Context: an optimization exercise on an open-source flow, tuned for small area, a short achievable clock period and few clock cycles per item. The choices shown serve that exercise and are no tape-out recipe. Function was checked by simulation only, so behaviour that the tests miss may differ from the original. No activity file was given, so power comes from the tool's default toggle rates.

==> inputs of run Z <==
==> flow/design.v <==
module rowq8 (
  input  wire        clk,
  input  wire        rst,             
  input  wire        in_valid,
  output wire        in_ready,
  input  wire [31:0] in_data,         
  output wire        out_valid,
  input  wire        out_ready,
  output wire [7:0]  out_q,           
  output wire        out_last,        
  output wire [31:0] out_scale,       
  output wire [7:0]  out_nonfinite,   
  output wire [7:0]  out_zero
);
  reg        in_rdy;
  reg        ir_v;
  reg        ir_s;
  reg [7:0]  ir_e;           
  reg [7:0]  ir_m;           
  reg        ir_st;          
  reg        ir_spec;        
  reg        ir_nan;
  reg        ir_fnz;         
  reg        ir_big;         
  wire in_fire = in_valid && in_rdy;
  wire [7:0] d_e   = in_data[30:23];
  wire       d_enz = (d_e != 8'd0);
  wire       d_st  = |in_data[15:0];
  wire       d_fnz = (in_data[22:16] != 7'd0) || d_st;
  reg  [1279:0] ring;        
  wire [9:0]    head = ring[9:0];
  reg [6:0]  in_idx;
  reg [6:0]  out_idx;
  reg [6:0]  dist_in;        
  reg [6:0]  dist_out;       
  reg [6:0]  gap;            
  reg        in_at;          
  reg        out_at;         
  reg        gap_nz;         
  reg        full_row;       
  reg        occ_ok;         
  reg        last_at;        
  reg        in_last;        
  reg        in_first;       
  reg [7:0]  rmax;           
  reg        rbig;           
  reg [6:0]  tin [0:7];      
  reg [7:0]  tin_nz;         
  reg [7:0]  nf_in;
  reg [6:0]  tout [0:7];
  reg [7:0]  tflag;          
  reg [3:0]  k0;             
  reg [7:0]  m_out;          
  reg        big_out;
  reg [7:0]  nf_conv;
  reg        p1_v;
  reg        p1_s;
  reg [6:0]  p1_int;
  reg        p1_g;
  reg        p1_stk;
  reg        p1_inf;
  reg        p1_nz;
  reg        p1_last;
  reg        o_v,  k1_v,  k2_v;
  reg [8:0]  o_d,  k1_d,  k2_d;    
  reg [7:0]  acc_z;
  reg [7:0]  fin_z;
  reg [7:0]  nf_out;
  reg [7:0]  s_out;
  wire take     = full_row && out_at && occ_ok;
  wire wr       = ir_v && in_at && (!full_row || gap_nz || take);
  wire row_done = wr && in_last;
  wire pop      = o_v && out_ready;
  wire [8:0] w_diff    = {1'b0, rmax} - {1'b0, ir_e};    
  wire       w_newmax  = ir_fnz && w_diff[8];
  wire       w_eqmax   = ir_fnz && (rmax == ir_e);
  wire [8:0] w_rise    = {1'b0, ir_e} - {1'b0, rmax};    
  wire       w_rise8   = (w_rise[8:3] != 6'd0);
  wire [3:0] w_dl      = w_diff[8] ? 4'd0 :
                         (w_diff[7:3] != 5'd0) ? 4'd8 : {1'b0, w_diff[2:0]};
  reg  [7:0] w_y;
  reg        w_lost;
  always @(*) begin
    case (w_dl)
      4'd0: begin w_y = ir_m;               w_lost = 1'b0;              end
      4'd1: begin w_y = {1'd0, ir_m[7:1]};  w_lost = ir_m[0];           end
      4'd2: begin w_y = {2'd0, ir_m[7:2]};  w_lost = |ir_m[1:0];        end
      4'd3: begin w_y = {3'd0, ir_m[7:3]};  w_lost = |ir_m[2:0];        end
      4'd4: begin w_y = {4'd0, ir_m[7:4]};  w_lost = |ir_m[3:0];        end
      4'd5: begin w_y = {5'd0, ir_m[7:5]};  w_lost = |ir_m[4:0];        end
      4'd6: begin w_y = {6'd0, ir_m[7:6]};  w_lost = |ir_m[5:0];        end
      4'd7: begin w_y = {7'd0, ir_m[7]};    w_lost = |ir_m[6:0];        end
      default: begin w_y = 8'd0;            w_lost = 1'b1;              end
    endcase
  end
  reg [9:0] w_code;
  always @(*) begin
    if (ir_spec)
      w_code = ir_nan ? 10'd0 : {1'b1, 8'd0, ir_s};
    else if (!ir_fnz || w_y == 8'd0)
      w_code = {1'b0, 8'd0, ir_fnz};
    else
      w_code = {ir_s, w_y, ir_st || w_lost};
  end
  wire [7:0] rmax_n = w_newmax ? ir_e : rmax;
  wire       rbig_n = w_newmax ? ir_big : (rbig || (w_eqmax && ir_big));
  wire [7:0] nf_n   = nf_in + {7'd0, ir_spec};
  reg [6:0] ts0 [0:7];
  reg [6:0] ts1 [0:7];
  reg [6:0] ts2 [0:7];
  reg [6:0] ts3 [0:7];
  reg [7:0] tz0, tz1, tz2, tz3;
  integer d;
  always @(*) begin
    for (d = 0; d < 8; d = d + 1) begin
      ts0[d] = (w_newmax && w_rise[0]) ? ((d >= 1) ? tin[d-1] : in_idx) : tin[d];
      tz0[d] = (w_newmax && w_rise[0]) ? ((d >= 1) ? tin_nz[d-1] : !in_first) : tin_nz[d];
    end
    for (d = 0; d < 8; d = d + 1) begin
      ts1[d] = (w_newmax && w_rise[1]) ? ((d >= 2) ? ts0[d-2] : in_idx) : ts0[d];
      tz1[d] = (w_newmax && w_rise[1]) ? ((d >= 2) ? tz0[d-2] : !in_first) : tz0[d];
    end
    for (d = 0; d < 8; d = d + 1) begin
      ts2[d] = (w_newmax && w_rise[2]) ? ((d >= 4) ? ts1[d-4] : in_idx) : ts1[d];
      tz2[d] = (w_newmax && w_rise[2]) ? ((d >= 4) ? tz1[d-4] : !in_first) : tz1[d];
    end
    for (d = 0; d < 8; d = d + 1) begin
      ts3[d] = (w_newmax && w_rise8) ? in_idx : ts2[d];
      tz3[d] = (w_newmax && w_rise8) ? !in_first : tz2[d];
    end
  end
  wire       m_small = (rmax_n[7:3] == 5'd0) && (rmax_n[2:0] != 3'd7);    
  wire [3:0] k0_new  = (rmax_n == 8'd0) ? 4'd9 :
                       m_small ? (4'd8 - {1'b0, rmax_n[2:0]}) : {3'd0, rbig_n} + 4'd1;
  wire       mo_small = (m_out[7:3] == 5'd0) && (m_out[2:0] != 3'd7);
  wire [7:0] s_conv   = (m_out == 8'd0) ? 8'd127 :
                        mo_small ? 8'd1 : (m_out - 8'd6 + {7'd0, big_out});
  reg [3:0] dcnt;
  always @(*) begin
    casez (tflag)
      8'b1???????: dcnt = 4'd8;
      8'b01??????: dcnt = 4'd7;
      8'b001?????: dcnt = 4'd6;
      8'b0001????: dcnt = 4'd5;
      8'b00001???: dcnt = 4'd4;
      8'b000001??: dcnt = 4'd3;
      8'b0000001?: dcnt = 4'd2;
      8'b00000001: dcnt = 4'd1;
      default:     dcnt = 4'd0;
    endcase
  end
  wire [4:0] k_sum = {1'b0, k0} + {1'b0, dcnt};
  wire [3:0] k_cur = (k_sum > 5'd9) ? 4'd9 : k_sum[3:0];
  wire       h_s   = head[9];
  wire [7:0] h_y   = head[8:1];
  wire       h_st  = head[0];
  reg [6:0] h_int;
  reg       h_g;
  reg       h_stk;
  always @(*) begin
    case (k_cur)
      4'd1: begin h_int = h_y[7:1];          h_g = h_y[0]; h_stk = 1'b0;       end
      4'd2: begin h_int = {1'd0, h_y[7:2]};  h_g = h_y[1]; h_stk = h_y[0];     end
      4'd3: begin h_int = {2'd0, h_y[7:3]};  h_g = h_y[2]; h_stk = |h_y[1:0];  end
      4'd4: begin h_int = {3'd0, h_y[7:4]};  h_g = h_y[3]; h_stk = |h_y[2:0];  end
      4'd5: begin h_int = {4'd0, h_y[7:5]};  h_g = h_y[4]; h_stk = |h_y[3:0];  end
      4'd6: begin h_int = {5'd0, h_y[7:6]};  h_g = h_y[5]; h_stk = |h_y[4:0];  end
      4'd7: begin h_int = {6'd0, h_y[7]};    h_g = h_y[6]; h_stk = |h_y[5:0];  end
      4'd8: begin h_int = 7'd0;              h_g = h_y[7]; h_stk = |h_y[6:0];  end
      default: begin h_int = 7'd0;           h_g = 1'b0;   h_stk = 1'b0;       end
    endcase
  end
  wire h_yz = (h_y == 8'd0);
  wire       c_r    = p1_g && (p1_stk || p1_int[0]);
  wire [7:0] c_q    = p1_inf ? (p1_stk ? 8'h81 : 8'h7F)
                    : (({1'b0, p1_int} ^ {8{p1_s}}) + {7'd0, p1_s ^ c_r});
  wire       c_zero = p1_nz && (p1_int == 7'd0) && !c_r;
  wire [8:0] c_d    = {c_q, p1_last};
  wire       ir_v_n     = in_fire || (ir_v && !wr);
  wire       in_at_n    = wr ? in_at : (dist_in == 7'd127);
  wire       out_at_n   = take ? out_at : (dist_out == 7'd127);
  wire [6:0] gap_n      = gap + {6'd0, take} - {6'd0, wr};
  wire       full_row_n = row_done ? 1'b1 :
                          (take && last_at) ? 1'b0 : full_row;
  wire       p1_v_n     = take;
  wire       o_v_n      = pop ? (k1_v || p1_v) : (o_v || p1_v);
  wire       k1_v_n     = pop ? (k2_v || (k1_v && p1_v)) : (k1_v || (o_v && p1_v));
  wire       k2_v_n     = pop ? (k2_v && p1_v) : (k2_v || (k1_v && p1_v));
  wire       occ_ok_n   = p1_v_n ? !k1_v_n : !k2_v_n;
  wire       take_n     = full_row_n && out_at_n && occ_ok_n;
  wire       gap_nz_n   = (gap_n != 7'd0);
  wire       wr_n       = ir_v_n && in_at_n && (!full_row_n || gap_nz_n || take_n);
  wire [6:0] out_idx_p1 = out_idx + 7'd1;
  assign in_ready      = in_rdy;
  assign out_valid     = o_v;
  assign out_q         = o_d[8:1];
  assign out_last      = o_d[0];
  assign out_scale     = {1'b0, s_out, 23'd0};
  assign out_nonfinite = nf_out;
  assign out_zero      = fin_z;
  always @(posedge clk)
    ring <= {(wr ? w_code : head), ring[1279:10]};
  always @(posedge clk) begin
    if (in_fire) begin
      ir_s    <= in_data[31];
      ir_e    <= {d_e[7:1], d_e[0] || !d_enz};
      ir_m    <= {d_enz, in_data[22:16]};
      ir_st   <= d_st;
      ir_spec <= (d_e == 8'hFF);
      ir_nan  <= (d_e == 8'hFF) && d_fnz;
      ir_fnz  <= (d_e != 8'hFF) && (d_enz || d_fnz);
      ir_big  <= (in_data[22:17] == 6'h3F) && (in_data[16] || d_st);
    end
    p1_s    <= h_s;
    p1_int  <= h_int;
    p1_g    <= h_g;
    p1_stk  <= h_stk || h_st;
    p1_inf  <= h_s && h_yz;
    p1_nz   <= !h_yz || (!h_s && h_st);
    p1_last <= last_at;
    if (row_done) begin
      for (d = 0; d < 8; d = d + 1) tout[d] <= ts3[d];
      k0      <= k0_new;
      m_out   <= rmax_n;
      big_out <= rbig_n;
      nf_conv <= nf_n;
    end
    if (take && last_at)
      nf_out <= nf_conv;
    if (!(o_v || k1_v || k2_v || p1_v) || (pop && o_d[0]))
      s_out <= s_conv;
    if (pop) begin
      o_d  <= k1_v ? k1_d : c_d;
      k1_d <= k2_v ? k2_d : c_d;
      k2_d <= c_d;
    end else begin
      if (!o_v)  o_d  <= c_d;
      if (!k1_v) k1_d <= c_d;
      if (!k2_v) k2_d <= c_d;
    end
    if (p1_v && p1_last)
      fin_z <= acc_z + {7'd0, c_zero};
    if (row_done)
      tflag <= tz3;
    else if (take)
      for (d = 0; d < 8; d = d + 1)
        tflag[d] <= tflag[d] && (tout[d] != out_idx_p1);
  end
  always @(posedge clk) begin
    if (rst) begin
      in_rdy   <= 1'b1;
      ir_v     <= 1'b0;
      in_idx   <= 7'd0;
      out_idx  <= 7'd0;
      dist_in  <= 7'd127;      
      dist_out <= 7'd127;
      gap      <= 7'd0;
      in_at    <= 1'b0;
      out_at   <= 1'b0;
      gap_nz   <= 1'b0;
      full_row <= 1'b0;
      occ_ok   <= 1'b1;
      last_at  <= 1'b0;
      in_last  <= 1'b0;
      in_first <= 1'b1;
      rmax     <= 8'd0;
      rbig     <= 1'b0;
      nf_in    <= 8'd0;
      for (d = 0; d < 8; d = d + 1) tin[d] <= 7'd0;
      tin_nz   <= 8'd0;
      p1_v     <= 1'b0;
      o_v      <= 1'b0;
      k1_v     <= 1'b0;
      k2_v     <= 1'b0;
      acc_z    <= 8'd0;
    end else begin
      in_rdy   <= !ir_v_n || wr_n;
      ir_v     <= ir_v_n;
      in_idx   <= in_idx + {6'd0, wr};
      out_idx  <= out_idx + {6'd0, take};
      dist_in  <= dist_in + {6'd0, !wr};
      dist_out <= dist_out + {6'd0, !take};
      gap      <= gap_n;
      in_at    <= in_at_n;
      out_at   <= out_at_n;
      gap_nz   <= gap_nz_n;
      full_row <= full_row_n;
      occ_ok   <= occ_ok_n;
      if (take)
        last_at <= (out_idx == 7'd126);
      if (wr) begin
        in_last  <= (in_idx == 7'd126);
        in_first <= in_last;
      end
      if (row_done) begin
        rmax   <= 8'd0;
        rbig   <= 1'b0;
        nf_in  <= 8'd0;
        for (d = 0; d < 8; d = d + 1) tin[d] <= 7'd0;
        tin_nz <= 8'd0;
      end else if (wr) begin
        rmax   <= rmax_n;
        rbig   <= rbig_n;
        nf_in  <= nf_n;
        for (d = 0; d < 8; d = d + 1) tin[d] <= ts3[d];
        tin_nz <= tz3;
      end
      p1_v     <= p1_v_n;
      o_v      <= o_v_n;
      k1_v     <= k1_v_n;
      k2_v     <= k2_v_n;
      if (p1_v)
        acc_z <= p1_last ? 8'd0 : acc_z + {7'd0, c_zero};
    end
  end
endmodule
==> flow/run.sh <==
#!/bin/bash
# synth_recipe.tcl (not shown) runs the flow's synth.tcl, then flattens the netlist and writes it again
# the make line also repeats each setting of config.mk as NAME=value (left out here)
make -C /OpenROAD-flow-scripts/flow DESIGN_CONFIG=/design/flow/config.mk WORK_HOME=/design/flow/orfs CLKGATE_MAP_FILE= SYNTH_SCRIPT=/design/flow/synth_recipe.tcl finish
==> flow/config.mk <==
export PLATFORM = sky130hd
export DESIGN_NAME = rowq8
export DESIGN_NICKNAME = rowq8
export VERILOG_FILES = /design/flow/design.v
export SDC_FILE = /design/flow/constraint.sdc
export NUM_CORES = 4
export LEC_CHECK = 0
export CAP_MARGIN = 20
export CORE_MARGIN = 2
export CORE_UTILIZATION = 40
export SLEW_MARGIN = 20
export SYNTH_MEMORY_MAX_BITS = 8192
==> flow/constraint.sdc <==
create_clock -name core_clock -period 14.0 [get_ports {clk}]
set_input_delay 2.8000 -clock core_clock [delete_from_list [all_inputs] [get_ports {clk}]]
set_output_delay 2.8000 -clock core_clock [all_outputs]
set_load 0.01 [all_outputs]
==> inputs of run F, as changes to run Z <==
--- a/flow/design.v
+++ b/flow/design.v
@@ -48,5 +48,9 @@
   reg [7:0]  tin_nz;         
+  reg [3:0]  dz;             
+  reg [7:0]  tin_gt1;        
+  reg        in_ge2;         
   reg [7:0]  nf_in;
   reg [6:0]  tout [0:7];
-  reg [7:0]  tflag;          
+  reg [7:0]  tfx;            
+  reg [3:0]  dcur;           
   reg [3:0]  k0;             
@@ -107,7 +111,4 @@
   wire [7:0] nf_n   = nf_in + {7'd0, ir_spec};
-  reg [6:0] ts0 [0:7];
-  reg [6:0] ts1 [0:7];
-  reg [6:0] ts2 [0:7];
-  reg [6:0] ts3 [0:7];
-  reg [7:0] tz0, tz1, tz2, tz3;
+  reg [7:0] w_en;
+  reg [2:0] w_off;
   integer d;
@@ -115,18 +116,8 @@
     for (d = 0; d < 8; d = d + 1) begin
-      ts0[d] = (w_newmax && w_rise[0]) ? ((d >= 1) ? tin[d-1] : in_idx) : tin[d];
-      tz0[d] = (w_newmax && w_rise[0]) ? ((d >= 1) ? tin_nz[d-1] : !in_first) : tin_nz[d];
-    end
-    for (d = 0; d < 8; d = d + 1) begin
-      ts1[d] = (w_newmax && w_rise[1]) ? ((d >= 2) ? ts0[d-2] : in_idx) : ts0[d];
-      tz1[d] = (w_newmax && w_rise[1]) ? ((d >= 2) ? tz0[d-2] : !in_first) : tz0[d];
-    end
-    for (d = 0; d < 8; d = d + 1) begin
-      ts2[d] = (w_newmax && w_rise[2]) ? ((d >= 4) ? ts1[d-4] : in_idx) : ts1[d];
-      tz2[d] = (w_newmax && w_rise[2]) ? ((d >= 4) ? tz1[d-4] : !in_first) : tz1[d];
-    end
-    for (d = 0; d < 8; d = d + 1) begin
-      ts3[d] = (w_newmax && w_rise8) ? in_idx : ts2[d];
-      tz3[d] = (w_newmax && w_rise8) ? !in_first : tz2[d];
+      w_off   = d - {29'd0, rmax[2:0]} - 1;
+      w_en[d] = w_newmax && (w_rise8 || ({1'b0, w_off} < {1'b0, w_rise[2:0]}));
     end
   end
+  wire [4:0] dz_s = {1'b0, dz} + {1'b0, w_rise[3:0]};
+  wire [3:0] dz_n = !w_newmax ? dz : (w_rise8 || dz_s[4:3] != 2'd0) ? 4'd8 : dz_s[3:0];
   wire       m_small = (rmax_n[7:3] == 5'd0) && (rmax_n[2:0] != 3'd7);    
@@ -137,17 +128,23 @@
                         mo_small ? 8'd1 : (m_out - 8'd6 + {7'd0, big_out});
-  reg [3:0] dcnt;
+  function [3:0] pop8;
+    input [7:0] v;
+    reg [1:0] a, b, c, e;
+    reg [2:0] f, g;
+    begin
+      a = {1'b0, v[0]} + {1'b0, v[1]};
+      b = {1'b0, v[2]} + {1'b0, v[3]};
+      c = {1'b0, v[4]} + {1'b0, v[5]};
+      e = {1'b0, v[6]} + {1'b0, v[7]};
+      f = {1'b0, a} + {1'b0, b};
+      g = {1'b0, c} + {1'b0, e};
+      pop8 = {1'b0, f} + {1'b0, g};
+    end
+  endfunction
+  wire [6:0] out_idx_p2 = out_idx + 7'd2;
+  reg [7:0] tfx_n;
   always @(*) begin
-    casez (tflag)
-      8'b1???????: dcnt = 4'd8;
-      8'b01??????: dcnt = 4'd7;
-      8'b001?????: dcnt = 4'd6;
-      8'b0001????: dcnt = 4'd5;
-      8'b00001???: dcnt = 4'd4;
-      8'b000001??: dcnt = 4'd3;
-      8'b0000001?: dcnt = 4'd2;
-      8'b00000001: dcnt = 4'd1;
-      default:     dcnt = 4'd0;
-    endcase
+    for (d = 0; d < 8; d = d + 1)
+      tfx_n[d] = tfx[d] && (tout[d] != out_idx_p2);
   end
-  wire [4:0] k_sum = {1'b0, k0} + {1'b0, dcnt};
+  wire [4:0] k_sum = {1'b0, k0} + {1'b0, dcur};
   wire [3:0] k_cur = (k_sum > 5'd9) ? 4'd9 : k_sum[3:0];
@@ -192,3 +189,2 @@
   wire       wr_n       = ir_v_n && in_at_n && (!full_row_n || gap_nz_n || take_n);
-  wire [6:0] out_idx_p1 = out_idx + 7'd1;
   assign in_ready      = in_rdy;
@@ -221,3 +217,3 @@
     if (row_done) begin
-      for (d = 0; d < 8; d = d + 1) tout[d] <= ts3[d];
+      for (d = 0; d < 8; d = d + 1) tout[d] <= w_en[d] ? in_idx : tin[d];
       k0      <= k0_new;
@@ -242,7 +238,11 @@
       fin_z <= acc_z + {7'd0, c_zero};
-    if (row_done)
-      tflag <= tz3;
-    else if (take)
-      for (d = 0; d < 8; d = d + 1)
-        tflag[d] <= tflag[d] && (tout[d] != out_idx_p1);
+    if (row_done) begin
+      tfx   <= w_en | tin_gt1;
+      dcur  <= dz_n;
+    end else if (take) begin
+      tfx   <= tfx_n;
+      dcur  <= pop8(tfx);
+    end
+    for (d = 0; d < 8; d = d + 1)
+      if (wr && (in_first || w_en[d])) tin[d] <= in_idx;
   end
@@ -268,4 +268,6 @@
       nf_in    <= 8'd0;
-      for (d = 0; d < 8; d = d + 1) tin[d] <= 7'd0;
       tin_nz   <= 8'd0;
+      dz       <= 4'd0;
+      tin_gt1  <= 8'd0;
+      in_ge2   <= 1'b0;
       p1_v     <= 1'b0;
@@ -298,4 +300,4 @@
         nf_in  <= 8'd0;
-        for (d = 0; d < 8; d = d + 1) tin[d] <= 7'd0;
         tin_nz <= 8'd0;
+        dz     <= 4'd0;
       end else if (wr) begin
@@ -304,4 +306,6 @@
         nf_in  <= nf_n;
-        for (d = 0; d < 8; d = d + 1) tin[d] <= ts3[d];
-        tin_nz <= tz3;
+        tin_nz <= in_first ? 8'd0 : (tin_nz | w_en);
+        dz     <= in_first ? 4'd0 : dz_n;
+        tin_gt1 <= in_first ? 8'd0 : (tin_gt1 | (w_en & {8{in_ge2}}));
+        in_ge2 <= !in_first && !in_last;
       end
- CORE_UTILIZATION: 40 -> 65
- CTS_BUF_LIST: default -> sky130_fd_sc_hd__clkbuf_4 sky130_fd_sc_hd__clkbuf_8
- CTS_CLUSTER_SIZE: default -> 30
- PLACE_DENSITY: default -> 0.75
==> inputs of run B, as changes to run Z <==
--- a/flow/design.v
+++ b/flow/design.v
@@ -48,5 +48,9 @@
   reg [7:0]  tin_nz;         
+  reg [3:0]  dz;             
+  reg [7:0]  tin_gt1;        
+  reg        in_ge2;         
   reg [7:0]  nf_in;
   reg [6:0]  tout [0:7];
-  reg [7:0]  tflag;          
+  reg [7:0]  tfx;            
+  reg [3:0]  dcur;           
   reg [3:0]  k0;             
@@ -107,7 +111,4 @@
   wire [7:0] nf_n   = nf_in + {7'd0, ir_spec};
-  reg [6:0] ts0 [0:7];
-  reg [6:0] ts1 [0:7];
-  reg [6:0] ts2 [0:7];
-  reg [6:0] ts3 [0:7];
-  reg [7:0] tz0, tz1, tz2, tz3;
+  reg [7:0] w_en;
+  reg [2:0] w_off;
   integer d;
@@ -115,18 +116,8 @@
     for (d = 0; d < 8; d = d + 1) begin
-      ts0[d] = (w_newmax && w_rise[0]) ? ((d >= 1) ? tin[d-1] : in_idx) : tin[d];
-      tz0[d] = (w_newmax && w_rise[0]) ? ((d >= 1) ? tin_nz[d-1] : !in_first) : tin_nz[d];
-    end
-    for (d = 0; d < 8; d = d + 1) begin
-      ts1[d] = (w_newmax && w_rise[1]) ? ((d >= 2) ? ts0[d-2] : in_idx) : ts0[d];
-      tz1[d] = (w_newmax && w_rise[1]) ? ((d >= 2) ? tz0[d-2] : !in_first) : tz0[d];
-    end
-    for (d = 0; d < 8; d = d + 1) begin
-      ts2[d] = (w_newmax && w_rise[2]) ? ((d >= 4) ? ts1[d-4] : in_idx) : ts1[d];
-      tz2[d] = (w_newmax && w_rise[2]) ? ((d >= 4) ? tz1[d-4] : !in_first) : tz1[d];
-    end
-    for (d = 0; d < 8; d = d + 1) begin
-      ts3[d] = (w_newmax && w_rise8) ? in_idx : ts2[d];
-      tz3[d] = (w_newmax && w_rise8) ? !in_first : tz2[d];
+      w_off   = d - {29'd0, rmax[2:0]} - 1;
+      w_en[d] = w_newmax && (w_rise8 || ({1'b0, w_off} < {1'b0, w_rise[2:0]}));
     end
   end
+  wire [4:0] dz_s = {1'b0, dz} + {1'b0, w_rise[3:0]};
+  wire [3:0] dz_n = !w_newmax ? dz : (w_rise8 || dz_s[4:3] != 2'd0) ? 4'd8 : dz_s[3:0];
   wire       m_small = (rmax_n[7:3] == 5'd0) && (rmax_n[2:0] != 3'd7);    
@@ -137,17 +128,23 @@
                         mo_small ? 8'd1 : (m_out - 8'd6 + {7'd0, big_out});
-  reg [3:0] dcnt;
+  function [3:0] pop8;
+    input [7:0] v;
+    reg [1:0] a, b, c, e;
+    reg [2:0] f, g;
+    begin
+      a = {1'b0, v[0]} + {1'b0, v[1]};
+      b = {1'b0, v[2]} + {1'b0, v[3]};
+      c = {1'b0, v[4]} + {1'b0, v[5]};
+      e = {1'b0, v[6]} + {1'b0, v[7]};
+      f = {1'b0, a} + {1'b0, b};
+      g = {1'b0, c} + {1'b0, e};
+      pop8 = {1'b0, f} + {1'b0, g};
+    end
+  endfunction
+  wire [6:0] out_idx_p2 = out_idx + 7'd2;
+  reg [7:0] tfx_n;
   always @(*) begin
-    casez (tflag)
-      8'b1???????: dcnt = 4'd8;
-      8'b01??????: dcnt = 4'd7;
-      8'b001?????: dcnt = 4'd6;
-      8'b0001????: dcnt = 4'd5;
-      8'b00001???: dcnt = 4'd4;
-      8'b000001??: dcnt = 4'd3;
-      8'b0000001?: dcnt = 4'd2;
-      8'b00000001: dcnt = 4'd1;
-      default:     dcnt = 4'd0;
-    endcase
+    for (d = 0; d < 8; d = d + 1)
+      tfx_n[d] = tfx[d] && (tout[d] != out_idx_p2);
   end
-  wire [4:0] k_sum = {1'b0, k0} + {1'b0, dcnt};
+  wire [4:0] k_sum = {1'b0, k0} + {1'b0, dcur};
   wire [3:0] k_cur = (k_sum > 5'd9) ? 4'd9 : k_sum[3:0];
@@ -192,3 +189,2 @@
   wire       wr_n       = ir_v_n && in_at_n && (!full_row_n || gap_nz_n || take_n);
-  wire [6:0] out_idx_p1 = out_idx + 7'd1;
   assign in_ready      = in_rdy;
@@ -221,3 +217,3 @@
     if (row_done) begin
-      for (d = 0; d < 8; d = d + 1) tout[d] <= ts3[d];
+      for (d = 0; d < 8; d = d + 1) tout[d] <= w_en[d] ? in_idx : tin[d];
       k0      <= k0_new;
@@ -242,7 +238,11 @@
       fin_z <= acc_z + {7'd0, c_zero};
-    if (row_done)
-      tflag <= tz3;
-    else if (take)
-      for (d = 0; d < 8; d = d + 1)
-        tflag[d] <= tflag[d] && (tout[d] != out_idx_p1);
+    if (row_done) begin
+      tfx   <= w_en | tin_gt1;
+      dcur  <= dz_n;
+    end else if (take) begin
+      tfx   <= tfx_n;
+      dcur  <= pop8(tfx);
+    end
+    for (d = 0; d < 8; d = d + 1)
+      if (wr && (in_first || w_en[d])) tin[d] <= in_idx;
   end
@@ -268,4 +268,6 @@
       nf_in    <= 8'd0;
-      for (d = 0; d < 8; d = d + 1) tin[d] <= 7'd0;
       tin_nz   <= 8'd0;
+      dz       <= 4'd0;
+      tin_gt1  <= 8'd0;
+      in_ge2   <= 1'b0;
       p1_v     <= 1'b0;
@@ -298,4 +300,4 @@
         nf_in  <= 8'd0;
-        for (d = 0; d < 8; d = d + 1) tin[d] <= 7'd0;
         tin_nz <= 8'd0;
+        dz     <= 4'd0;
       end else if (wr) begin
@@ -304,4 +306,6 @@
         nf_in  <= nf_n;
-        for (d = 0; d < 8; d = d + 1) tin[d] <= ts3[d];
-        tin_nz <= tz3;
+        tin_nz <= in_first ? 8'd0 : (tin_nz | w_en);
+        dz     <= in_first ? 4'd0 : dz_n;
+        tin_gt1 <= in_first ? 8'd0 : (tin_gt1 | (w_en & {8{in_ge2}}));
+        in_ge2 <= !in_first && !in_last;
       end
==> notes <==
Worst hold slack, lowest first: run B, run F, run Z. Run Z passed the timing, DRC and antenna checks. Run F went through all stages and came out clean. Run B ran to the end with no violations. In run F the wire length is lower than in run Z, by about 5%. The highest sequential share of layout area belongs to run F, the lowest to run Z. Non-clock buffer count, highest first: run Z, run B, run F. Total power, highest first: run Z, run B, run F. Core utilization: run F > run B > run Z. Clock skew, lowest first: run Z, run B, run F. In run Z the cell area is larger than in run F, by 3.7%.
Testbench counts of run Z, summed over its fixed seeds: cycles 17,432, rows 128.
Testbench counts of run F, summed over its fixed seeds: cycles 17,432, rows 128.
Testbench counts of run B, summed over its fixed seeds: cycles 17,432, rows 128.

==> re-timing with driven ports <==
No port has a modelled driver above. Below, the same layouts with a new extraction and two added sets of constraints.
Step 1: set_driving_cell puts a clkbuf_16 on clk and a buf_2 on each other input, an assumption about the parent block.
Step 2 times the ports against the registers' clock, not the clock port: input delays grow and output delays shrink by t, the midpoint of the rising clock arrivals with the driver on.
Slacks: ideal / step 1 / step 2; pairs: ideal / step 1.
run	t (ns)	setup slack, ns	worst hold slack (ns)	latest minus earliest clock arrival (ns)
run Z	0.794	9.295 / 9.264 / 8.837	0.314 / 0.314 / 0.314	0.030 / 0.031
run F	0.879	9.138 / 9.076 / 8.665	0.297 / 0.297 / 0.297	0.056 / 0.056
run B	0.762	9.332 / 9.268 / 8.749	0.293 / 0.293 / 0.293	0.048 / 0.048
After both steps every run listed still meets setup and hold. For run B, which loses most, drivers alone change the setup slack by -0.064 ns; drivers and shift together by -0.583 ns.
